What follows belongs to an exercise in optimizing a design on an open flow for small area, a short achievable clock period and few clock cycles per item; a production flow would make more cautious choices. In this exercise RTL edits were held to simulation tests only and were not proved equivalent to the original.

### flow/config.mk
export PLATFORM = sky130hd
export DESIGN_NAME = aes_engine
export DESIGN_NICKNAME = aes_engine
export VERILOG_FILES = /design/flow/design.v
export SDC_FILE = /design/flow/constraint.sdc
export NUM_CORES = 8
export LEC_CHECK = 0
export CAP_MARGIN = 20
export CORE_MARGIN = 2
export CORE_UTILIZATION = 50
export SETUP_SLACK_MARGIN = 5
export SLEW_MARGIN = 20
### flow/constraint.sdc
create_clock -name core_clock -period 11.0 [get_ports {clk}]
set_input_delay 2.2000 -clock core_clock [delete_from_list [all_inputs] [get_ports {clk}]]
set_output_delay 2.2000 -clock core_clock [all_outputs]
set_load 0.01 [all_outputs]
### flow/design.v
`timescale 1ns/1ps
module aes_sbox_a (
  input  wire [7:0] x,
  output wire [7:0] v
);
  wire [7:0] t;
  assign t[0] = x[0] ^ x[1] ^ x[2] ^ x[5];
  assign t[1] = x[0] ^ x[2] ^ x[3] ^ x[4] ^ x[5] ^ x[6] ^ x[7];
  assign t[2] = x[0] ^ x[1] ^ x[2] ^ x[4];
  assign t[3] = x[0] ^ x[1] ^ x[2] ^ x[5] ^ x[7];
  assign t[4] = x[0] ^ x[3] ^ x[5];
  assign t[5] = x[0] ^ x[5];
  assign t[6] = x[0] ^ x[1] ^ x[2] ^ x[6] ^ x[7];
  assign t[7] = x[0] ^ x[2];
  aes_gf_inv_k u_inv (.t(t), .v(v));
endmodule
module aes_sbox_b (
  input  wire [7:0] v,
  output wire [7:0] y
);
  assign y[0] = ~(v[2] ^ v[5] ^ v[6]);
  assign y[1] = ~(v[5] ^ v[6] ^ v[7]);
  assign y[2] = v[6];
  assign y[3] = v[1] ^ v[2] ^ v[3] ^ v[6] ^ v[7];
  assign y[4] = v[2] ^ v[4] ^ v[5];
  assign y[5] = ~(v[2] ^ v[4]);
  assign y[6] = ~(v[0] ^ v[2] ^ v[3] ^ v[4] ^ v[6] ^ v[7]);
  assign y[7] = v[1] ^ v[7];
endmodule
module aes_gf_inv_k (
  input  wire [7:0] t,
  output wire [7:0] v
);
  function [1:0] g4m; input [1:0] a, b; reg e; begin
    e = (a[1] ^ a[0]) & (b[1] ^ b[0]);
    g4m = {(a[1] & b[1]) ^ e, (a[0] & b[0]) ^ e};
  end endfunction
  function [1:0] g4n; input [1:0] a; begin g4n = {a[0] ^ a[1], a[1]}; end endfunction
  function [3:0] g16m; input [3:0] a, b; reg [1:0] e; begin
    e = g4n(g4m(a[3:2] ^ a[1:0], b[3:2] ^ b[1:0]));
    g16m = {g4m(a[3:2], b[3:2]) ^ e, g4m(a[1:0], b[1:0]) ^ e};
  end endfunction
  function [3:0] g16inv; input [3:0] a; reg [1:0] d, di, s; begin
    s  = a[3:2] ^ a[1:0];
    d  = g4m(a[3:2], a[1:0]) ^ g4n({s[0], s[1]});
    di = {d[0], d[1]};
    g16inv = {g4m(di, a[1:0]), g4m(di, a[3:2])};
  end endfunction
  wire [3:0] ah = t[7:4], al = t[3:0];
  wire [3:0] s  = ah ^ al;
  wire [3:0] sq = {s[1] ^ s[3], s[0] ^ s[1] ^ s[2] ^ s[3], s[0] ^ s[1], s[0]};
  wire [3:0] d  = g16m(ah, al) ^ sq;
  wire [3:0] di = g16inv(d);
  assign v = {g16m(di, al), g16m(di, ah)};
endmodule
`timescale 1ns/1ps
module aes_sbox_ad (
  input  wire [7:0] x,
  input  wire       dec,
  output wire [7:0] v
);
  wire [7:0] te, td;
  assign te[0] = x[0] ^ x[3] ^ x[5] ^ x[6] ^ x[7];
  assign te[1] = x[0] ^ x[1] ^ x[5] ^ x[7];
  assign te[2] = x[0] ^ x[1] ^ x[2] ^ x[3] ^ x[4];
  assign te[3] = x[0] ^ x[4] ^ x[7];
  assign te[4] = x[0] ^ x[2] ^ x[4] ^ x[7];
  assign te[5] = x[0] ^ x[1] ^ x[4] ^ x[6] ^ x[7];
  assign te[6] = x[0] ^ x[2] ^ x[3] ^ x[4];
  assign te[7] = x[0] ^ x[1] ^ x[2] ^ x[3] ^ x[4] ^ x[5];
  assign td[0] = ~(x[1] ^ x[2] ^ x[3] ^ x[5] ^ x[6]);
  assign td[1] = ~(x[0] ^ x[1] ^ x[3] ^ x[5]);
  assign td[2] = x[4];
  assign td[3] = ~(x[2] ^ x[3] ^ x[4] ^ x[5] ^ x[7]);
  assign td[4] = x[1] ^ x[2] ^ x[3] ^ x[5];
  assign td[5] = ~(x[2] ^ x[3] ^ x[4] ^ x[6] ^ x[7]);
  assign td[6] = x[0] ^ x[3] ^ x[4] ^ x[6];
  assign td[7] = x[2] ^ x[7];
  aes_gf_inv_d u_inv (.t(dec ? td : te), .v(v));
endmodule
module aes_inv_sbox_b (
  input  wire [7:0] v,
  output wire [7:0] y
);
  assign y[0] = v[0] ^ v[3] ^ v[4] ^ v[5] ^ v[7];
  assign y[1] = v[2] ^ v[6];
  assign y[2] = v[3] ^ v[4];
  assign y[3] = v[0] ^ v[1] ^ v[3] ^ v[5];
  assign y[4] = v[1] ^ v[3] ^ v[6] ^ v[7];
  assign y[5] = v[2] ^ v[7];
  assign y[6] = v[2] ^ v[3] ^ v[5] ^ v[6];
  assign y[7] = v[0] ^ v[1] ^ v[3] ^ v[4] ^ v[5] ^ v[6];
endmodule
module aes_sbox_be (
  input  wire [7:0] v,
  output wire [7:0] y
);
  assign y[0] = ~(v[5] ^ v[6] ^ v[7]);
  assign y[1] = ~(v[1] ^ v[2] ^ v[3] ^ v[5] ^ v[6]);
  assign y[2] = v[1] ^ v[4] ^ v[5] ^ v[6] ^ v[7];
  assign y[3] = v[0] ^ v[2] ^ v[4] ^ v[5] ^ v[7];
  assign y[4] = v[2];
  assign y[5] = ~(v[0] ^ v[3] ^ v[4] ^ v[5]);
  assign y[6] = ~(v[0] ^ v[4]);
  assign y[7] = v[1] ^ v[4] ^ v[5] ^ v[6];
endmodule
module aes_gf_inv_d (
  input  wire [7:0] t,
  output wire [7:0] v
);
  function [1:0] g4m; input [1:0] a, b; reg e; begin
    e = (a[1] ^ a[0]) & (b[1] ^ b[0]);
    g4m = {(a[1] & b[1]) ^ e, (a[0] & b[0]) ^ e};
  end endfunction
  function [1:0] g4n; input [1:0] a; begin g4n = {a[0] ^ a[1], a[1]}; end endfunction
  function [3:0] g16m; input [3:0] a, b; reg [1:0] e; begin
    e = g4n(g4m(a[3:2] ^ a[1:0], b[3:2] ^ b[1:0]));
    g16m = {g4m(a[3:2], b[3:2]) ^ e, g4m(a[1:0], b[1:0]) ^ e};
  end endfunction
  function [3:0] g16inv; input [3:0] a; reg [1:0] d, di, s; begin
    s  = a[3:2] ^ a[1:0];
    d  = g4m(a[3:2], a[1:0]) ^ g4n({s[0], s[1]});
    di = {d[0], d[1]};
    g16inv = {g4m(di, a[1:0]), g4m(di, a[3:2])};
  end endfunction
  wire [3:0] ah = t[7:4], al = t[3:0];
  wire [3:0] s  = ah ^ al;
  wire [3:0] sq = {s[1] ^ s[3], s[0] ^ s[1] ^ s[2] ^ s[3], s[0] ^ s[1], s[0]};
  wire [3:0] d  = g16m(ah, al) ^ sq;
  wire [3:0] di = g16inv(d);
  assign v = {g16m(di, al), g16m(di, ah)};
endmodule
`timescale 1ns/1ps
module aes_engine (
  input  wire         clk,
  input  wire         rst,           
  input  wire         key_valid,
  output wire         key_ready,
  input  wire [255:0] key,           
  input  wire [1:0]   key_len,       
  input  wire         in_valid,
  output wire         in_ready,
  input  wire [127:0] in_data,
  input  wire         in_decrypt,    
  output wire         out_valid,
  input  wire         out_ready,
  output wire [127:0] out_data
);
  genvar gi;
  integer i;
  function [7:0] xtime;
    input [7:0] b;
    begin
      xtime = {b[6:0], 1'b0} ^ (b[7] ? 8'h1b : 8'h00);
    end
  endfunction
  function [4:0] tlast_of;        
    input [1:0] kl;
    begin
      tlast_of = (kl == 2'd0) ? 5'd20 : (kl == 2'd1) ? 5'd24 : 5'd28;
    end
  endfunction
  reg  [1:0]   klen;         
  reg          key_ok;       
  reg          first;        
  reg          run;          
  reg  [4:0]   t;            
  reg          vx, dx;       
  reg          vy, dy;       
  reg          in_rdy;       
  reg          key_rdy;
  reg          o_valid;
  reg          x_fin;        
  reg          y_slot;       
  reg          t_zero;       
  reg          s1_dec;       
  reg          s2_dec;       
  reg          s2_gen;       
  reg          st2_to_r;     
  reg          st1_act;      
  reg          stepf, stepb; 
  reg  [127:0] R;            
  reg  [127:0] Mreg;         
  reg  [127:0] O;            
  wire [4:0] tlast = tlast_of(klen);
  wire x_res   = x_fin && vx;
  wire y_res   = y_slot && vy;
  wire stall   = (x_res || y_res) && o_valid && !out_ready;
  wire load_o  = (x_res || y_res) && !stall;
  assign key_ready = key_rdy;
  assign in_ready  = in_rdy && !stall && !(first && in_decrypt);
  assign out_valid = o_valid;
  assign out_data  = O;
  wire key_fire = key_valid && key_rdy && !rst;
  wire in_fire  = in_valid && in_ready && !rst;
  reg  [255:0] WF, WB;      
  reg  [31:0]  MF, MB;      
  reg  [16:0]  gcf, gcb;
  reg          wb_new;       
  function [7:0] rcon_of;
    input [1:0] kl;
    input [3:0] rr;
    begin
      rcon_of = 8'h00;
      case (kl)
        2'd0: case (rr)
          4'd0: rcon_of = 8'h01; 4'd1: rcon_of = 8'h02; 4'd2: rcon_of = 8'h04;
          4'd3: rcon_of = 8'h08; 4'd4: rcon_of = 8'h10; 4'd5: rcon_of = 8'h20;
          4'd6: rcon_of = 8'h40; 4'd7: rcon_of = 8'h80; 4'd8: rcon_of = 8'h1b;
          4'd9: rcon_of = 8'h36;
          default: rcon_of = 8'h00;
        endcase
        2'd1: case (rr)
          4'd0: rcon_of = 8'h01; 4'd1: rcon_of = 8'h02; 4'd3: rcon_of = 8'h04;
          4'd4: rcon_of = 8'h08; 4'd6: rcon_of = 8'h10; 4'd7: rcon_of = 8'h20;
          4'd9: rcon_of = 8'h40; 4'd10: rcon_of = 8'h80;
          default: rcon_of = 8'h00;
        endcase
        default: case (rr)
          4'd0: rcon_of = 8'h01; 4'd2: rcon_of = 8'h02; 4'd4: rcon_of = 8'h04;
          4'd6: rcon_of = 8'h08; 4'd8: rcon_of = 8'h10; 4'd10: rcon_of = 8'h20;
          4'd12: rcon_of = 8'h40;
          default: rcon_of = 8'h00;
        endcase
      endcase
    end
  endfunction
  function [1:0] mod3;
    input [3:0] rr;
    begin
      case (rr)
        4'd0, 4'd3, 4'd6, 4'd9,  4'd12, 4'd15: mod3 = 2'd0;
        4'd1, 4'd4, 4'd7, 4'd10, 4'd13:        mod3 = 2'd1;
        default:                               mod3 = 2'd2;
      endcase
    end
  endfunction
  function [16:0] gctl;
    input [1:0] kl;
    input       bwd;
    input [3:0] rr;
    reg   [1:0] ph;
    reg   [2:0] sel;
    begin
      ph = mod3(rr);
      case (kl)
        2'd0:    sel = 3'b001;
        2'd1:    sel = bwd ? ((ph == 2'd1) ? 3'b100 : 3'b010)
                           : ((ph == 2'd1) ? 3'b100 : 3'b010);
        default: sel = 3'b000;
      endcase
      gctl = {sel, kl == 2'd0, kl == 2'd1, kl == 2'd2, ph == 2'd0, ph == 2'd1,
              (kl != 2'd2) || !rr[0], rcon_of(kl, rr)};
    end
  endfunction
  function [31:0] sw_in_f;
    input [2:0]   sel;
    input [255:0] w;
    begin
      sw_in_f = sel[0] ? w[159:128] :
                sel[1] ? w[95:64] :
                sel[2] ? (w[255:224] ^ w[223:192] ^ w[95:64]) : w[31:0];
    end
  endfunction
  function [31:0] sw_in_b;
    input [2:0]   sel;
    input [255:0] w;
    begin
      sw_in_b = sel[0] ? (w[159:128] ^ w[191:160]) :
                sel[1] ? w[223:192] : w[159:128];
    end
  endfunction
  function [255:0] w_step_f;
    input [16:0]  c;
    input [255:0] w;
    input [31:0]  s;
    reg   [31:0]  w0, w1, w2, w3, w4, w5, w6, w7, tw, n0, n1, n2, n3;
    reg           k4, k6, k8, ph0, ph1, rot;
    begin
      {k4, k6, k8, ph0, ph1, rot} = c[13:8];
      w0 = w[255:224]; w1 = w[223:192]; w2 = w[191:160]; w3 = w[159:128];
      w4 = w[127:96];  w5 = w[95:64];   w6 = w[63:32];   w7 = w[31:0];
      tw = (rot ? {s[23:0], s[31:24]} : s) ^ {c[7:0], 24'h0};
      n0 = w0 ^ ((k6 && !ph0) ? w5 : tw);
      n1 = w1 ^ n0;
      n2 = w2 ^ ((k6 && ph1) ? tw : n1);
      n3 = w3 ^ n2;
      w_step_f = k4 ? {n0, n1, n2, n3, n0, n1, n2, n3} :
                 k6 ? {w4, w5, n0, n1, n2, n3, n2, n3} :
                      {w4, w5, w6, w7, n0, n1, n2, n3};
    end
  endfunction
  function [255:0] w_step_b;
    input [16:0]  c;
    input [255:0] w;
    input [31:0]  s;
    reg   [31:0]  w0, w1, w2, w3, w4, w5, w6, w7, tw;
    reg           k4, k6, k8, ph0, ph1, rot;
    begin
      {k4, k6, k8, ph0, ph1, rot} = c[13:8];
      w0 = w[255:224]; w1 = w[223:192]; w2 = w[191:160]; w3 = w[159:128];
      w4 = w[127:96];  w5 = w[95:64];   w6 = w[63:32];   w7 = w[31:0];
      tw = (rot ? {s[23:0], s[31:24]} : s) ^ {c[7:0], 24'h0};
      w_step_b = k4 ? {w0 ^ tw, w1 ^ w0, w2 ^ w1, w3 ^ w2, w0, w1, w2, w3} :
                 k6 ? {w2 ^ (ph0 ? tw : w1), w3 ^ w2, w4 ^ (ph1 ? tw : w3), w5 ^ w4,
                       w0, w1, w2, w3} :
                      {w4 ^ tw, w5 ^ w4, w6 ^ w5, w7 ^ w6, w0, w1, w2, w3};
    end
  endfunction
  wire [127:0] rkf = WF[255:128];
  wire [127:0] rkb = WB[255:128];
  wire        rdf  = x_fin || wb_new;
  wire [31:0] swif = sw_in_f(gcf[16:14], rdf ? WB : WF);
  wire [31:0] swib = sw_in_b(gcb[16:14], x_fin ? WF : WB);
  wire [31:0] swvf, swvb, swsf, swsb;
  generate
    for (gi = 0; gi < 4; gi = gi + 1) begin : g_ksbox
      aes_sbox_a u_af (.x(swif[8*gi +: 8]), .v(swvf[8*gi +: 8]));
      aes_sbox_a u_ab (.x(swib[8*gi +: 8]), .v(swvb[8*gi +: 8]));
      aes_sbox_b u_bf (.v(MF[8*gi +: 8]), .y(swsf[8*gi +: 8]));
      aes_sbox_b u_bb (.v(MB[8*gi +: 8]), .y(swsb[8*gi +: 8]));
    end
  endgenerate
  wire [255:0] wnextf = w_step_f(gcf, WF, swsf);
  wire [255:0] wnextb = w_step_b(gcb, WB, swsb);
  wire gof  = stepf && !stall;
  wire gob  = stepb && !stall;
  wire swap = x_fin && !stall;
  always @(posedge clk) begin
    MF <= swvf;
    MB <= swvb;
    wb_new <= key_fire;
    if (swap || wb_new)
      WF <= WB;
    else if (gof)
      WF <= wnextf;
    if (key_fire)
      WB <= key;
    else if (swap)
      WB <= WF;
    else if (gob)
      WB <= wnextb;
  end
  wire [127:0] rk2 = s2_gen ? rkb : rkf;
  wire [127:0] rkl = ((in_decrypt ^ x_fin) || wb_new) ? rkb : rkf;
  wire [127:0] v1;
  generate
    for (gi = 0; gi < 16; gi = gi + 1) begin : g_s1
      aes_sbox_ad u_a (.x(R[127 - 8*(gi) -: 8]), .dec(s1_dec), .v(v1[127 - 8*(gi) -: 8]));
    end
  endgenerate
  wire [127:0] ye, yd, s2;
  generate
    for (gi = 0; gi < 16; gi = gi + 1) begin : g_s2
      aes_sbox_be    u_e (.v(Mreg[127 - 8*(gi) -: 8]), .y(ye[127 - 8*(gi) -: 8]));
      aes_inv_sbox_b u_d (.v(Mreg[127 - 8*(gi) -: 8]), .y(yd[127 - 8*(gi) -: 8]));
      assign s2[127 - 8*(gi) -: 8] = s2_dec ?
        yd[127 - 8*((gi % 4) + 4 * (((gi / 4) + 4 - (gi % 4)) % 4)) -: 8] :
        ye[127 - 8*((gi % 4) + 4 * (((gi / 4) + (gi % 4)) % 4)) -: 8];
    end
  endgenerate
  wire [127:0] x2 = s2 ^ rk2;
  wire [127:0] mx2;
  generate
    for (gi = 0; gi < 4; gi = gi + 1) begin : g_mix
      wire [7:0] c0 = s2[127 - 8*(4*gi + 0) -: 8];
      wire [7:0] c1 = s2[127 - 8*(4*gi + 1) -: 8];
      wire [7:0] c2 = s2[127 - 8*(4*gi + 2) -: 8];
      wire [7:0] c3 = s2[127 - 8*(4*gi + 3) -: 8];
      wire [7:0] a0 = x2[127 - 8*(4*gi + 0) -: 8];
      wire [7:0] a1 = x2[127 - 8*(4*gi + 1) -: 8];
      wire [7:0] a2 = x2[127 - 8*(4*gi + 2) -: 8];
      wire [7:0] a3 = x2[127 - 8*(4*gi + 3) -: 8];
      wire [7:0] e0 = xtime(xtime(a0 ^ a2));
      wire [7:0] e1 = xtime(xtime(a1 ^ a3));
      wire [7:0] b0 = s2_dec ? (a0 ^ e0) : c0;
      wire [7:0] b1 = s2_dec ? (a1 ^ e1) : c1;
      wire [7:0] b2 = s2_dec ? (a2 ^ e0) : c2;
      wire [7:0] b3 = s2_dec ? (a3 ^ e1) : c3;
      assign mx2[127 - 8*(4*gi + 0) -: 8] = xtime(b0) ^ xtime(b1) ^ b1 ^ b2 ^ b3;
      assign mx2[127 - 8*(4*gi + 1) -: 8] = b0 ^ xtime(b1) ^ xtime(b2) ^ b2 ^ b3;
      assign mx2[127 - 8*(4*gi + 2) -: 8] = b0 ^ b1 ^ xtime(b2) ^ xtime(b3) ^ b3;
      assign mx2[127 - 8*(4*gi + 3) -: 8] = xtime(b0) ^ b0 ^ b1 ^ b2 ^ xtime(b3);
    end
  endgenerate
  wire [127:0] rnext = mx2 ^ (s2_dec ? 128'd0 : rk2);
  wire ld_r = in_rdy && !stall;    
  always @(posedge clk) begin
    if (ld_r)
      R <= in_data ^ rkl;
    else if (st2_to_r)
      R <= rnext;
    if (st1_act && !stall)
      Mreg <= v1;
    if (load_o)
      O <= x2;
  end
  reg        run_n, key_ok_n, first_n, vx_n, dx_n, vy_n, dy_n;
  reg        o_valid_n, in_rdy_n;
  reg  [4:0] t_n;
  reg  [1:0] klen_n;
  always @(*) begin
    run_n    = run;      t_n     = t;      key_ok_n = key_ok;  first_n = first;
    klen_n   = klen;     vx_n    = vx;     dx_n     = dx;      vy_n    = vy;
    dy_n     = dy;
    o_valid_n = load_o || (o_valid && !out_ready);
    if (key_fire) begin
      run_n = 1'b0; key_ok_n = 1'b1; first_n = 1'b1; klen_n = key_len;
    end else if (!stall) begin
      if (!run || t == tlast) begin
        if (in_fire) begin
          run_n = 1'b1; t_n = 5'd0; vx_n = 1'b1; dx_n = in_decrypt; vy_n = 1'b0;
        end else if (!run && key_ok && first && in_valid && in_decrypt) begin
          run_n = 1'b1; t_n = 5'd0; vx_n = 1'b0; vy_n = 1'b0;
        end else
          run_n = 1'b0;
      end else if (t == tlast - 5'd1) begin
        if (in_fire) begin
          t_n = 5'd0; vx_n = 1'b1; dx_n = in_decrypt;
        end else
          t_n = tlast;
      end else begin
        t_n = t + 5'd1;
        if (t_zero) begin
          vy_n = in_fire; dy_n = in_decrypt;
        end
      end
      if (run && t == tlast - 5'd2)
        first_n = 1'b0;
    end
    in_rdy_n = (!run_n && key_ok_n) ||
               (run_n && (t_n == tlast_of(klen_n) - 5'd1 || t_n == tlast_of(klen_n))) ||
               (run_n && t_n == 5'd0 && vx_n);
    if (rst) begin
      run_n = 1'b0; key_ok_n = 1'b0; o_valid_n = 1'b0; in_rdy_n = 1'b0;
      first_n = 1'b0;
    end
  end
  wire [4:0] tl_n = tlast_of(klen_n);
  wire [3:0] nr_n = tl_n[4:1];
  wire       pre_n = !run_n || t_n >= tl_n - 5'd1;
  wire [3:0] j_n   = pre_n ? 4'd0 : t_n[4:1] + {3'd0, t_n[0]};
  always @(posedge clk) begin
    run <= run_n;   t <= t_n;     key_ok <= key_ok_n;  first <= first_n;
    klen <= klen_n;
    vx <= vx_n;     dx <= dx_n;   vy <= vy_n;          dy <= dy_n;
    o_valid <= o_valid_n;
    in_rdy  <= in_rdy_n;
    key_rdy <= !rst;
    x_fin    <= run_n && (t_n == tl_n - 5'd1);
    y_slot   <= run_n && (t_n == 5'd0 || t_n == tl_n);
    t_zero   <= (t_n == 5'd0);
    s1_dec   <= t_n[0] ? dy_n : dx_n;
    s2_dec   <= t_n[0] ? dx_n : dy_n;
    s2_gen   <= (t_n[0] ? dx_n : dy_n) ^ (t_n == 5'd0 || t_n == tl_n);
    st2_to_r <= run_n && (t_n != 5'd0) && (t_n <= tl_n - 5'd2);
    st1_act  <= run_n && (t_n <= tl_n - 5'd1);
    stepf    <= run_n && !t_n[0] && (t_n <= tl_n - 5'd2);
    stepb    <= run_n && !t_n[0] && (t_n <= tl_n - 5'd2) && !first_n;
    gcf      <= gctl(klen_n, 1'b0, j_n);
    gcb      <= gctl(klen_n, 1'b1, nr_n - j_n - 4'd1);
  end
endmodule
### flow/flow/run.sh
#!/bin/bash
# Own layout flow: the standard synthesis (standard.sh synth), then the
# combinational logic between the registers is mapped again by ABC with an
# area-oriented script (the registers, their names and cell types are kept as
# they are), then the standard layout (standard.sh) from that netlist.
# Each tool's output goes to a log file of its own in this folder.
set -euo pipefail
R=orfs/results/${FLOW_PLATFORM}/aes_engine/base
L=orfs/logs/${FLOW_PLATFORM}/aes_engine/base

bash standard.sh synth > synth.log 2>&1

YOSYS=yosys
if [[ -x "${FLOW_HOME}/../tools/install/yosys/bin/yosys" ]]; then
  YOSYS="${FLOW_HOME}/../tools/install/yosys/bin/yosys"
fi
cp "$R/1_2_yosys.v" std_synth.v
# the synthesis's own don't-use list, as its ABC call had it
grep -o -- "-dont_use [^ ]*" "$L/1_2_yosys.log" | sort -u | tr '\n' ' ' > dont_use.txt
NETIN=std_synth.v NETOUT=remapped.v ABCSCR=flow/area.abc \
  LIB="${FLOW_HOME}/platforms/${FLOW_PLATFORM}/lib/sky130_fd_sc_hd__tt_025C_1v80.lib" \
  DONT_USE="$(cat dont_use.txt)" \
  "$YOSYS" -c flow/remap.tcl > remap.log 2>&1
# the registers (and tie cells) must be the standard synthesis's, by type and name
python3 flow/regs.py std_synth.v > regs_std.txt
python3 flow/regs.py remapped.v > regs_remapped.txt
cmp regs_std.txt regs_remapped.txt > regs_cmp.log 2>&1
cp remapped.v "$R/1_2_yosys.v"
rm -f "$R/1_synth.odb"

bash standard.sh > layout.log 2>&1
### flow/flow/area.abc
strash
&get -n
&st
&syn2
&dch -f
&nf -a
&put
topo
dnsize
### flow/flow/regs.py
# Lists a netlist's sequential and tie cells as "type name", sorted.
import re, sys
txt = open(sys.argv[1]).read()
out = []
for m in re.finditer(r'^\s*(sky130_fd_sc_hd__\w+)\s+(\S+)\s*\(', txt, re.M):
    t, n = m.group(1), m.group(2)
    if re.match(r'sky130_fd_sc_hd__(e?s?df|sdf|dl|conb)', t):
        out.append(f"{t} {n}")
print("\n".join(sorted(out)))
### flow/flow/remap.tcl
# Maps the combinational logic of a synthesized netlist again with ABC, keeping
# every register (and tie cell) instance, its name and its cell type.
yosys -import
set lib $::env(LIB)
read_liberty -ignore_miss_func $lib
read_verilog $::env(NETIN)
hierarchy -top $::env(FLOW_TOP)
# the netlist's sequential and tie cells stay as they are
set fh [open $::env(NETIN) r]
set txt [read $fh]
close $fh
set keep [dict create]
foreach m [regexp -all -inline {sky130_fd_sc_hd__[A-Za-z0-9_]+} $txt] {
  if {[regexp {^sky130_fd_sc_hd__(e?s?df|sdf|dl|conb)} $m]} { dict set keep $m 1 }
}
foreach m [dict keys $keep] {
  puts "keeping cell type $m"
  yosys blackbox $m
}
flatten
opt_clean -purge
tee -o remap_before.txt stat
abc -script $::env(ABCSCR) -liberty $lib {*}$::env(DONT_USE)
opt_clean -purge
yosys rename -hide w:*.*
hilomap -singleton -hicell sky130_fd_sc_hd__conb_1 HI -locell sky130_fd_sc_hd__conb_1 LO
splitnets
opt_clean -purge
insbuf -buf sky130_fd_sc_hd__buf_4 A X
tee -o remap_after.txt stat -liberty $lib
write_verilog -noattr -nohex -nodec $::env(NETOUT)

# the written netlist, read back against the library's cells, must be fully mapped
design -reset
read_liberty -lib $lib
read_verilog $::env(NETOUT)
hierarchy -check -top $::env(FLOW_TOP)
check -assert -mapped
### flow/standard.sh
#!/bin/bash
# synth_recipe.tcl (not shown) runs the flow's synth.tcl, then flattens the netlist and writes it again
# the make line also repeats each setting of config.mk as NAME=value (left out here)
make -C /OpenROAD-flow-scripts/flow DESIGN_CONFIG=/design/flow/config.mk WORK_HOME=/design/flow/orfs CLKGATE_MAP_FILE= SYNTH_SCRIPT=/design/flow/synth_recipe.tcl "${@:-finish}"
==> summary.txt, run 1 <==
Synth
  • Cell Area, Synth: slightly below 100000 um2
  • Yosys warns: 3
  • Avg Inst Size Synth: 8.60 um2
  • Cells after Synth: 11400

Global routing
  • GR Overflow Total: 0
  • Gr usage total: around 43%
  • First-pass GRT wire length: 620 mm
  • Antenna violations before repair: 32
  • Number of global-route vias before repair: just under 90000
  • Largest net degree at the start of global routing: approximately 180

Route
  • Drt total wl: about 450 mm
  • Via density: 6.30
  • TritonRoute pass-1 iters: 9
  • Detailed-route wire length per cell: 29.9 um
  • Via count: about 94000
  • Post-DRT Antenna Nets: 0
  • DR iter-0 viols: ~12000
  • DRC Markers: 0

Timing
  • Endpoints failing setup: 0
  • Fin. Hold Viols: 0
  • Slew HR: between 10% and 20%
  • Setup TNS: 0 ns
  • Fmax: between 150 and 200 MHz
  • Tightest Pin Transition: about 1.3 ns
  • Clk_skew: 0.0588 ns
  • Hold slack: about 0.5 ns
  • Fin. max-slew vios: 0
  • Final worst-path setup slack: 4.95 ns
  • Minimum clock period: between 6 and 7 ns
  • Final worst path period share: between 50% and 60%
  • RSZ-0062 raised after global routing: true

Setup path
  • Slowest CP cell: xnor2_1
  • Crit path max-delay family: XOR/XNOR gates
  • CP endpoint kind: flip-flop
  • Most frequent CP cell: xnor2_1
  • Critical Path RT: approximately 11 ns
  • Kind of critical path: reg2reg
  • CP bufs+invs: 2
  • Worst Path Arrival: around 6.4 ns
  • Max incr delay on CP: 1.00 ns
  • CP Max Fanout: 160
  • Setup crit start kind: flip-flop
  • Critical Path, Cell by Cell: buf_16 -> buf_8 -> mux2i_1 -> xnor2_1 -> xnor2_1 -> xnor2_1 -> mux2_1 -> xnor2_1 -> xnor2_1 -> xnor2_1 -> o21ai_0

Clocking
  • Clock root buffer: clkbuf_16
  • Clk buf depth: 3
  • CTS tree: built
  • Clock Latency Late Sink: about 0.84 ns
  • CTS clock-pin slew for the worst setup and hold paths: ~0.060 ns
  • H-Tree Depth: 3
  • CTS Buf Count: about 120
  • Clk sinks: 1015

Die
  • Std-Cell Rows: around 160
  • Die Height: 446 um
  • Core ar.: 195000 um2
  • Initial Utilization: 50.2%
  • # IOs: 523
  • Die ar.: ~200000 um2
  • Die W: approximately 450 um

Placed design
  • Pre-CTS setup slack: 2.98 ns
  • Area after DPL: 108000 um2
  • Gpl congestion: approximately 1.0
  • Final HPWL DP: 332 mm
  • I/O Buffers: approximately 520
  • Placed Instances: between 10000 and 15000

Final layout
  • Layout cells sized above 1: approximately 5.7%
  • Post-layout nets: between 10000 and 15000
  • Core Util, Final: just under 60%
  • Final non-filler cell total: 14900
  • Finished Cell Area: roughly 110000 um2
  • Area Growth Syn to Fin: 16.8%

Status
  • Status: timing/DRC/antenna clean

Job
  • Max_cap viols: 0

Worst hold path
  • Worst Hold Class: reg2reg
==> layer usage <==
metal	global-route usage [%]	vias up	wire, um
met5	0	-	219
met4	35.4	30	45100
met3	11.6	1393	50400
met2	63.2	5569	186000
met1	52.5	45000	163000
li1	-	41900	-
==> worst min-delay path: cells and delay by family (launching register included) <==
kind / cells / cell delay (ns)
flip-flops: 1 / 0.31
multiplexers: 1 / 0.11
buffers and inverters: 1 / 0.06
==> layout make-up <==
| type | instances | area, um2 |
|---|---|---|
| fillers | 17500 | 80400 |
| flip-flops and latches | 1015 | 29300 |
| diodes | 13 | 32.5 |
| inverters | 150 | 596 |
| repair buffers | 740 | 7390 |
| multi-input cells | 10200 | 69700 |
| clock inverters | 60 | 621 |
| clock buffers | 161 | 3290 |
| well taps | 2542 | 3180 |
==> registers in the layout (all words and copies together), names as in the netlist, 2 cells and up <==
name	cells
klen	2
R	128
t	5
MB	32
O	128
WB	256
MF	32
Mreg	128
gcb	14
gcf	13
WF	256
==> worst paths after layout <==
| check | start | slack, ns | depth (start not counted) | to |
|---|---|---|---|---|
| max | s2_dec$_DFF_P_ | 4.95 | 11 | R[0]$_DFFE_PP_ |
| min | dx$_DFF_P_ | 0.50 | 2 | dx$_DFF_P_ |
| max reg2reg | s2_dec$_DFF_P_ | 4.95 | 11 | R[0]$_DFFE_PP_ |
| min reg2reg | dx$_DFF_P_ | 0.50 | 2 | dx$_DFF_P_ |
==> cell usage in the layout, fill, tap and decap left out, types with 34 or more instances in the layout <==
master and count:
a211oi_1 66, and2_0 47, a21o_1 34, a31oi_1 180
nand2_1 1229, o21ai_0 905, clkdlybuf4s50_1 521, clkinv_1 162
o22ai_1 60, buf_4 172, nor2b_1 85, xnor3_1 78
clkbuf_16 125, dfxtp_1 106, edfxtp_1 897, mux2i_1 545
mux2i_2 37, mux2_1 64, nand2b_1 81, nand3_1 63
xnor2_1 1973, xnor2_2 83, nor3_1 49, xor2_1 1149
o211ai_1 64, nor2_1 1485, a22oi_1 47, a21oi_1 1263
==> timing repair <==
| item | in CTS | in global routing |
|---|---|---|
| pin swaps | 7 | 16 |
| buffers inserted | 23 | 24 |
| hold buffers | 0 | 0 |
| gates cloned | 7 | 2 |
| gates resized for setup | 169 | 153 |
| endpoints found under the setup margin | 200 | 188 |
Testbench counts, summed over its fixed seeds: cycles 19,497, blocks 1,536.
==> run 2: changes to the inputs <==
--- a/flow/design.v
+++ b/flow/design.v
@@ -56,25 +56,26 @@
 `timescale 1ns/1ps
 module aes_sbox_ad (
-  input  wire [7:0] x,
+  input  wire [7:0] xe,
+  input  wire [7:0] xd,
   input  wire       dec,
   output wire [7:0] v
 );
   wire [7:0] te, td;
-  assign te[0] = x[0] ^ x[3] ^ x[5] ^ x[6] ^ x[7];
-  assign te[1] = x[0] ^ x[1] ^ x[5] ^ x[7];
-  assign te[2] = x[0] ^ x[1] ^ x[2] ^ x[3] ^ x[4];
-  assign te[3] = x[0] ^ x[4] ^ x[7];
-  assign te[4] = x[0] ^ x[2] ^ x[4] ^ x[7];
-  assign te[5] = x[0] ^ x[1] ^ x[4] ^ x[6] ^ x[7];
-  assign te[6] = x[0] ^ x[2] ^ x[3] ^ x[4];
-  assign te[7] = x[0] ^ x[1] ^ x[2] ^ x[3] ^ x[4] ^ x[5];
-  assign td[0] = ~(x[1] ^ x[2] ^ x[3] ^ x[5] ^ x[6]);
-  assign td[1] = ~(x[0] ^ x[1] ^ x[3] ^ x[5]);
-  assign td[2] = x[4];
-  assign td[3] = ~(x[2] ^ x[3] ^ x[4] ^ x[5] ^ x[7]);
-  assign td[4] = x[1] ^ x[2] ^ x[3] ^ x[5];
-  assign td[5] = ~(x[2] ^ x[3] ^ x[4] ^ x[6] ^ x[7]);
-  assign td[6] = x[0] ^ x[3] ^ x[4] ^ x[6];
-  assign td[7] = x[2] ^ x[7];
+  assign te[0] = xe[0] ^ xe[4] ^ xe[5] ^ xe[6];
+  assign te[1] = xe[0] ^ xe[1] ^ xe[2] ^ xe[5] ^ xe[6] ^ xe[7];
+  assign te[2] = xe[0] ^ xe[5] ^ xe[6] ^ xe[7];
+  assign te[3] = xe[0] ^ xe[1] ^ xe[5] ^ xe[6];
+  assign te[4] = xe[0];
+  assign te[5] = xe[0] ^ xe[1] ^ xe[3] ^ xe[4] ^ xe[7];
+  assign te[6] = xe[0] ^ xe[1] ^ xe[2] ^ xe[3] ^ xe[6];
+  assign te[7] = xe[0] ^ xe[5] ^ xe[6];
+  assign td[0] = ~(xd[0] ^ xd[1] ^ xd[4] ^ xd[6]);
+  assign td[1] = xd[4] ^ xd[7];
+  assign td[2] = ~(xd[0] ^ xd[1] ^ xd[3] ^ xd[6]);
+  assign td[3] = ~(xd[4] ^ xd[6]);
+  assign td[4] = ~(xd[2] ^ xd[5] ^ xd[7]);
+  assign td[5] = ~(xd[4] ^ xd[6] ^ xd[7]);
+  assign td[6] = xd[0] ^ xd[1] ^ xd[4] ^ xd[5] ^ xd[6];
+  assign td[7] = ~(xd[0] ^ xd[3] ^ xd[4]);
   aes_gf_inv_d u_inv (.t(dec ? td : te), .v(v));
 endmodule
@@ -83,12 +84,12 @@
   output wire [7:0] y
 );
-  assign y[0] = v[0] ^ v[3] ^ v[4] ^ v[5] ^ v[7];
-  assign y[1] = v[2] ^ v[6];
-  assign y[2] = v[3] ^ v[4];
-  assign y[3] = v[0] ^ v[1] ^ v[3] ^ v[5];
-  assign y[4] = v[1] ^ v[3] ^ v[6] ^ v[7];
-  assign y[5] = v[2] ^ v[7];
-  assign y[6] = v[2] ^ v[3] ^ v[5] ^ v[6];
-  assign y[7] = v[0] ^ v[1] ^ v[3] ^ v[4] ^ v[5] ^ v[6];
+  assign y[0] = v[4];
+  assign y[1] = v[3] ^ v[7];
+  assign y[2] = v[1] ^ v[2] ^ v[3] ^ v[7];
+  assign y[3] = v[0] ^ v[2] ^ v[3] ^ v[4] ^ v[5] ^ v[7];
+  assign y[4] = v[0] ^ v[7];
+  assign y[5] = v[0] ^ v[1] ^ v[3] ^ v[4] ^ v[5] ^ v[6];
+  assign y[6] = v[0] ^ v[1] ^ v[3] ^ v[5] ^ v[6] ^ v[7];
+  assign y[7] = v[2] ^ v[7];
 endmodule
 module aes_sbox_be (
@@ -96,12 +97,12 @@
   output wire [7:0] y
 );
-  assign y[0] = ~(v[5] ^ v[6] ^ v[7]);
-  assign y[1] = ~(v[1] ^ v[2] ^ v[3] ^ v[5] ^ v[6]);
-  assign y[2] = v[1] ^ v[4] ^ v[5] ^ v[6] ^ v[7];
-  assign y[3] = v[0] ^ v[2] ^ v[4] ^ v[5] ^ v[7];
-  assign y[4] = v[2];
-  assign y[5] = ~(v[0] ^ v[3] ^ v[4] ^ v[5]);
-  assign y[6] = ~(v[0] ^ v[4]);
-  assign y[7] = v[1] ^ v[4] ^ v[5] ^ v[6];
+  assign y[0] = ~(v[0] ^ v[2] ^ v[7]);
+  assign y[1] = ~(v[2] ^ v[3] ^ v[7]);
+  assign y[2] = v[0] ^ v[3] ^ v[4] ^ v[5] ^ v[6];
+  assign y[3] = v[0] ^ v[1] ^ v[2] ^ v[3] ^ v[5];
+  assign y[4] = v[1] ^ v[3] ^ v[5];
+  assign y[5] = ~(v[0] ^ v[6]);
+  assign y[6] = ~(v[1] ^ v[5]);
+  assign y[7] = v[3] ^ v[5];
 endmodule
 module aes_gf_inv_d (
@@ -113,5 +114,5 @@
     g4m = {(a[1] & b[1]) ^ e, (a[0] & b[0]) ^ e};
   end endfunction
-  function [1:0] g4n; input [1:0] a; begin g4n = {a[0] ^ a[1], a[1]}; end endfunction
+  function [1:0] g4n; input [1:0] a; begin g4n = {a[0], a[0] ^ a[1]}; end endfunction
   function [3:0] g16m; input [3:0] a, b; reg [1:0] e; begin
     e = g4n(g4m(a[3:2] ^ a[1:0], b[3:2] ^ b[1:0]));
@@ -126,5 +127,5 @@
   wire [3:0] ah = t[7:4], al = t[3:0];
   wire [3:0] s  = ah ^ al;
-  wire [3:0] sq = {s[1] ^ s[3], s[0] ^ s[1] ^ s[2] ^ s[3], s[0] ^ s[1], s[0]};
+  wire [3:0] sq = {s[2] ^ s[3], s[2], s[0] ^ s[2], s[1] ^ s[3]};
   wire [3:0] d  = g16m(ah, al) ^ sq;
   wire [3:0] di = g16inv(d);
@@ -295,5 +296,5 @@
     input [255:0] w;
     input [31:0]  s;
-    reg   [31:0]  w0, w1, w2, w3, w4, w5, w6, w7, tw;
+    reg   [31:0]  w0, w1, w2, w3, w4, w5, w6, w7, tw, a0, a1, a2, a3;
     reg           k4, k6, k8, ph0, ph1, rot;
     begin
@@ -302,8 +303,10 @@
       w4 = w[127:96];  w5 = w[95:64];   w6 = w[63:32];   w7 = w[31:0];
       tw = (rot ? {s[23:0], s[31:24]} : s) ^ {c[7:0], 24'h0};
-      w_step_b = k4 ? {w0 ^ tw, w1 ^ w0, w2 ^ w1, w3 ^ w2, w0, w1, w2, w3} :
-                 k6 ? {w2 ^ (ph0 ? tw : w1), w3 ^ w2, w4 ^ (ph1 ? tw : w3), w5 ^ w4,
-                       w0, w1, w2, w3} :
-                      {w4 ^ tw, w5 ^ w4, w6 ^ w5, w7 ^ w6, w0, w1, w2, w3};
+      a0 = k4 ? w0 : k6 ? w2 : w4;
+      a1 = k4 ? w1 : k6 ? w3 : w5;
+      a2 = k4 ? w2 : k6 ? w4 : w6;
+      a3 = k4 ? w3 : k6 ? w5 : w7;
+      w_step_b = {a0 ^ ((k6 && !ph0) ? w1 : tw), a1 ^ a0, a2 ^ ((k6 && ph1) ? tw : a1),
+                  a3 ^ a2, w0, w1, w2, w3};
     end
   endfunction
@@ -347,5 +350,8 @@
   generate
     for (gi = 0; gi < 16; gi = gi + 1) begin : g_s1
-      aes_sbox_ad u_a (.x(R[127 - 8*(gi) -: 8]), .dec(s1_dec), .v(v1[127 - 8*(gi) -: 8]));
+      aes_sbox_ad u_a (
+        .xe(R[127 - 8*((gi % 4) + 4 * (((gi / 4) + (gi % 4)) % 4)) -: 8]),
+        .xd(R[127 - 8*((gi % 4) + 4 * (((gi / 4) + 4 - (gi % 4)) % 4)) -: 8]),
+        .dec(s1_dec), .v(v1[127 - 8*(gi) -: 8]));
     end
   endgenerate
@@ -355,7 +361,5 @@
       aes_sbox_be    u_e (.v(Mreg[127 - 8*(gi) -: 8]), .y(ye[127 - 8*(gi) -: 8]));
       aes_inv_sbox_b u_d (.v(Mreg[127 - 8*(gi) -: 8]), .y(yd[127 - 8*(gi) -: 8]));
-      assign s2[127 - 8*(gi) -: 8] = s2_dec ?
-        yd[127 - 8*((gi % 4) + 4 * (((gi / 4) + 4 - (gi % 4)) % 4)) -: 8] :
-        ye[127 - 8*((gi % 4) + 4 * (((gi / 4) + (gi % 4)) % 4)) -: 8];
+      assign s2[127 - 8*(gi) -: 8] = s2_dec ? yd[127 - 8*(gi) -: 8] : ye[127 - 8*(gi) -: 8];
     end
   endgenerate
==> run 2 against run 1 <==
Net effect:
- routed wire length shrank 1.3%
- first-iteration DRC count grew 4.0%
- setup slack lost 0.12 ns
- core utilization grew 0.28 points
- critical path depth is the same
- critical endpoint is now R[97]$_DFFE_PP_
- largest cell class unchanged
==> summary.txt, run 2 <==
Final layout
  • Fill cells: about 17000
  • Sequential Area: slightly below 30000 um2
  • Multi-input combinational cell area: between 70000 and 80000 um2
  • Largest regs: WB (256), WF (256)
  • Most frequent cells in the layout: xnor2_1, nor2_1, nand2_1, xor2_1, o21ai_0
  • Commonest non-fill, non-tap cell in the layout: xnor2_1
  • Final non-filler cell total: about 15000
  • Layout cells sized above 1: approximately 5.7%
  • Area Growth Syn to Fin: 17.0%
  • Post-layout nets: approximately 13000

Placed design
  • I/O Buffers: roughly 520
  • Final HPWL DP: around 330 mm
  • Gpl congestion: 1.05
  • Placed Instances: ~15000

Die
  • # IOs: around 520
  • Std-Cell Rows: 162
  • Die ar.: 200000 um2
  • Die Height: around 450 um
  • Core ar.: 195000 um2
  • Die W: 448 um
  • Initial Utilization: about half

Timing
  • RSZ-0062 raised after global routing: true
  • Hold slack: a little under 0.5 ns
  • Endpoints failing setup: 0
  • Minimum clock period: roughly 6.2 ns
  • Clk_skew: 0.0590 ns
  • Setup TNS: 0 ns
  • Fmax: 162 MHz
  • Final worst path period share: 56.1%
  • Fin. Hold Viols: 0
  • Fin. max-slew vios: 0
  • Tightest Pin Transition: approximately 1.4 ns
  • Slew HR: 3.73%

Global routing
  • Gr usage total: 42.2%
  • M3 GR Usage: between 10% and 20%
  • Largest net degree at the start of global routing: about 170
  • GR Overflow Total: 0
  • First-pass GRT wire length: 613 mm
  • Antenna violations before repair: 29
  • Met1 Track Usage GR: a little over 50%
  • Number of global-route vias before repair: ~87000
  • Met2 Use GR: a little over three fifths
  • Busiest grt layer: met2

Setup path
  • Kind of critical path: reg2reg
  • Worst Path Arrival: approximately 6.7 ns
  • Critical Path, Cell by Cell: buf_6 -> mux2i_1 -> xor2_1 -> xnor2_1 -> xor2_1 -> xnor2_1 -> a21oi_1 -> xnor2_1 -> xnor2_1 -> o211ai_1 -> o21ai_0
  • CP bufs+invs: 1
  • Crit path max-delay family: XOR/XNOR gates
  • CP Max Fanout: 39
  • Setup crit start kind: flip-flop
  • Slowest CP cell: mux2i_1
  • Most frequent CP cell: xnor2_1
  • Critical Path RT: approximately 11 ns
  • Max incr delay on CP: 1.00 ns
  • CP endpoint kind: flip-flop

Synth
  • Cell Area, Synth: slightly below 100000 um2
  • Avg Inst Size Synth: around 8.6 um2
  • Cells after Synth: approximately 11000
  • Yosys warns: 3

Route
  • DR iter-0 viols: between 10000 and 15000
  • Detailed-route wire length per cell: 29.1 um
  • Via count: 94800
  • TritonRoute pass-1 iters: 9
  • DRC Markers: 0
  • Via density: roughly 6.3
  • Post-DRT Antenna Nets: 0
  • Drt total wl: 439 mm

Clocking
  • CTS Buf Count: 131
  • CTS tree: built
  • Clk sinks: between 1000 and 1500
  • Clock root buffer: clkbuf_16
  • H-Tree Depth: 4
  • Clk buf depth: 3
  • CTS clock-pin slew for the worst setup and hold paths: ~0.06 ns
  • Clock Latency Late Sink: roughly 0.85 ns

Worst hold path
  • Worst Hold Class: reg2reg

Job
  • Max_cap viols: 0

Status
  • Status: timing/DRC/antenna clean
==> run 2: stage by stage <==
step,setup slack [ns],util [%],area (um2)
CTS,4.80,58.3,114000
finish,4.83,59.0,115000
detailed placement,2.57,55.6,108000
global placement,2.57,55.5,108000
global route,4.85,58.9,115000
floorplan,-27.61,-,98400
==> run 2: metal layers <==
| layer | share of wire, % | vias up |
|---|---|---|
| met5 | 0.039 | - |
| met4 | 10 | 24 |
| met3 | 11 | 1381 |
| met2 | 43 | 5658 |
| met1 | 36 | 45300 |
| li1 | - | 42400 |
==> run 2: final timing paths <==
| path | startpoint | endpoint | slack (ns) | depth (start not counted) |
|---|---|---|---|---|
| worst max-delay path | s2_gen$_DFF_P_ | R[97]$_DFFE_PP_ | 4.83 | 11 |
| worst min-delay path | vx$_DFF_P_ | vx$_DFF_P_ | 0.49 | 2 |
| worst max register to register | s2_gen$_DFF_P_ | R[97]$_DFFE_PP_ | 4.83 | 11 |
| worst min register to register | vx$_DFF_P_ | vx$_DFF_P_ | 0.49 | 2 |
==> run 2: layout make-up <==
class / count / share of cell area (%)
clock buffer: 163 / 3.04
sequential: 1015 / 25.5
clock inverter: 75 / 0.744
multi-input combinational: 10300 / 61.0
inverter: 177 / 0.630
antenna: 13 / 0.0283
tap: 2624 / 2.85
timing repair buffer: 728 / 6.24
==> run 2: worst reg2reg max path, delay by kind of cell (launching register included) <==
family	cells	cell delay, ns
xor+xnor	6	2.40
compound gates	3	1.21
mux	1	1.05
flops	1	0.67
buf+inv	1	0.53
==> run 2: repair_timing <==
action,4_1_cts,5_1_grt
setup buffers,19,29
hold buffers,0,0
setup endpoints to repair,231,207
pin swaps,11,13
gates cloned,5,1
gates resized for setup,136,188
Testbench counts of run 2, summed over its fixed seeds: cycles 19,497, blocks 1,536.

==> re-timing with driven ports <==
The results above use ideal ports. As a check the final layouts listed here were re-extracted and re-timed, cells and wires unchanged.
Step 1 (the two cells are an assumption about what drives the block):
set clk [get_ports {clk}]
set_driving_cell -lib_cell sky130_fd_sc_hd__clkbuf_16 $clk
set_driving_cell -lib_cell sky130_fd_sc_hd__buf_2 [delete_from_list [all_inputs] $clk]
Step 2 adds t to the input delays and takes it off the output delays; t is the mean of the earliest and latest rising clock arrival at the registers after step 1. Input paths then give back, and output paths get back, about the clock's delay inside the block.
a / b / c = ideal ports / drivers / drivers and shift; a / b = the first two.
run | t (ns) | slack for setup (ns) | worst slew at a driven data input, ns | pins driven straight from the clock port
run 1 | 0.907 | 4.951 / 4.951 / 4.460 | 0.11 | 1
run 2 | 0.928 | 4.828 / 4.828 / 4.312 | 0.07 | 1
After both steps every run listed still meets setup and hold. For run 2, which loses most, drivers alone change the setup slack by 0.000 ns; drivers and shift together by -0.516 ns.
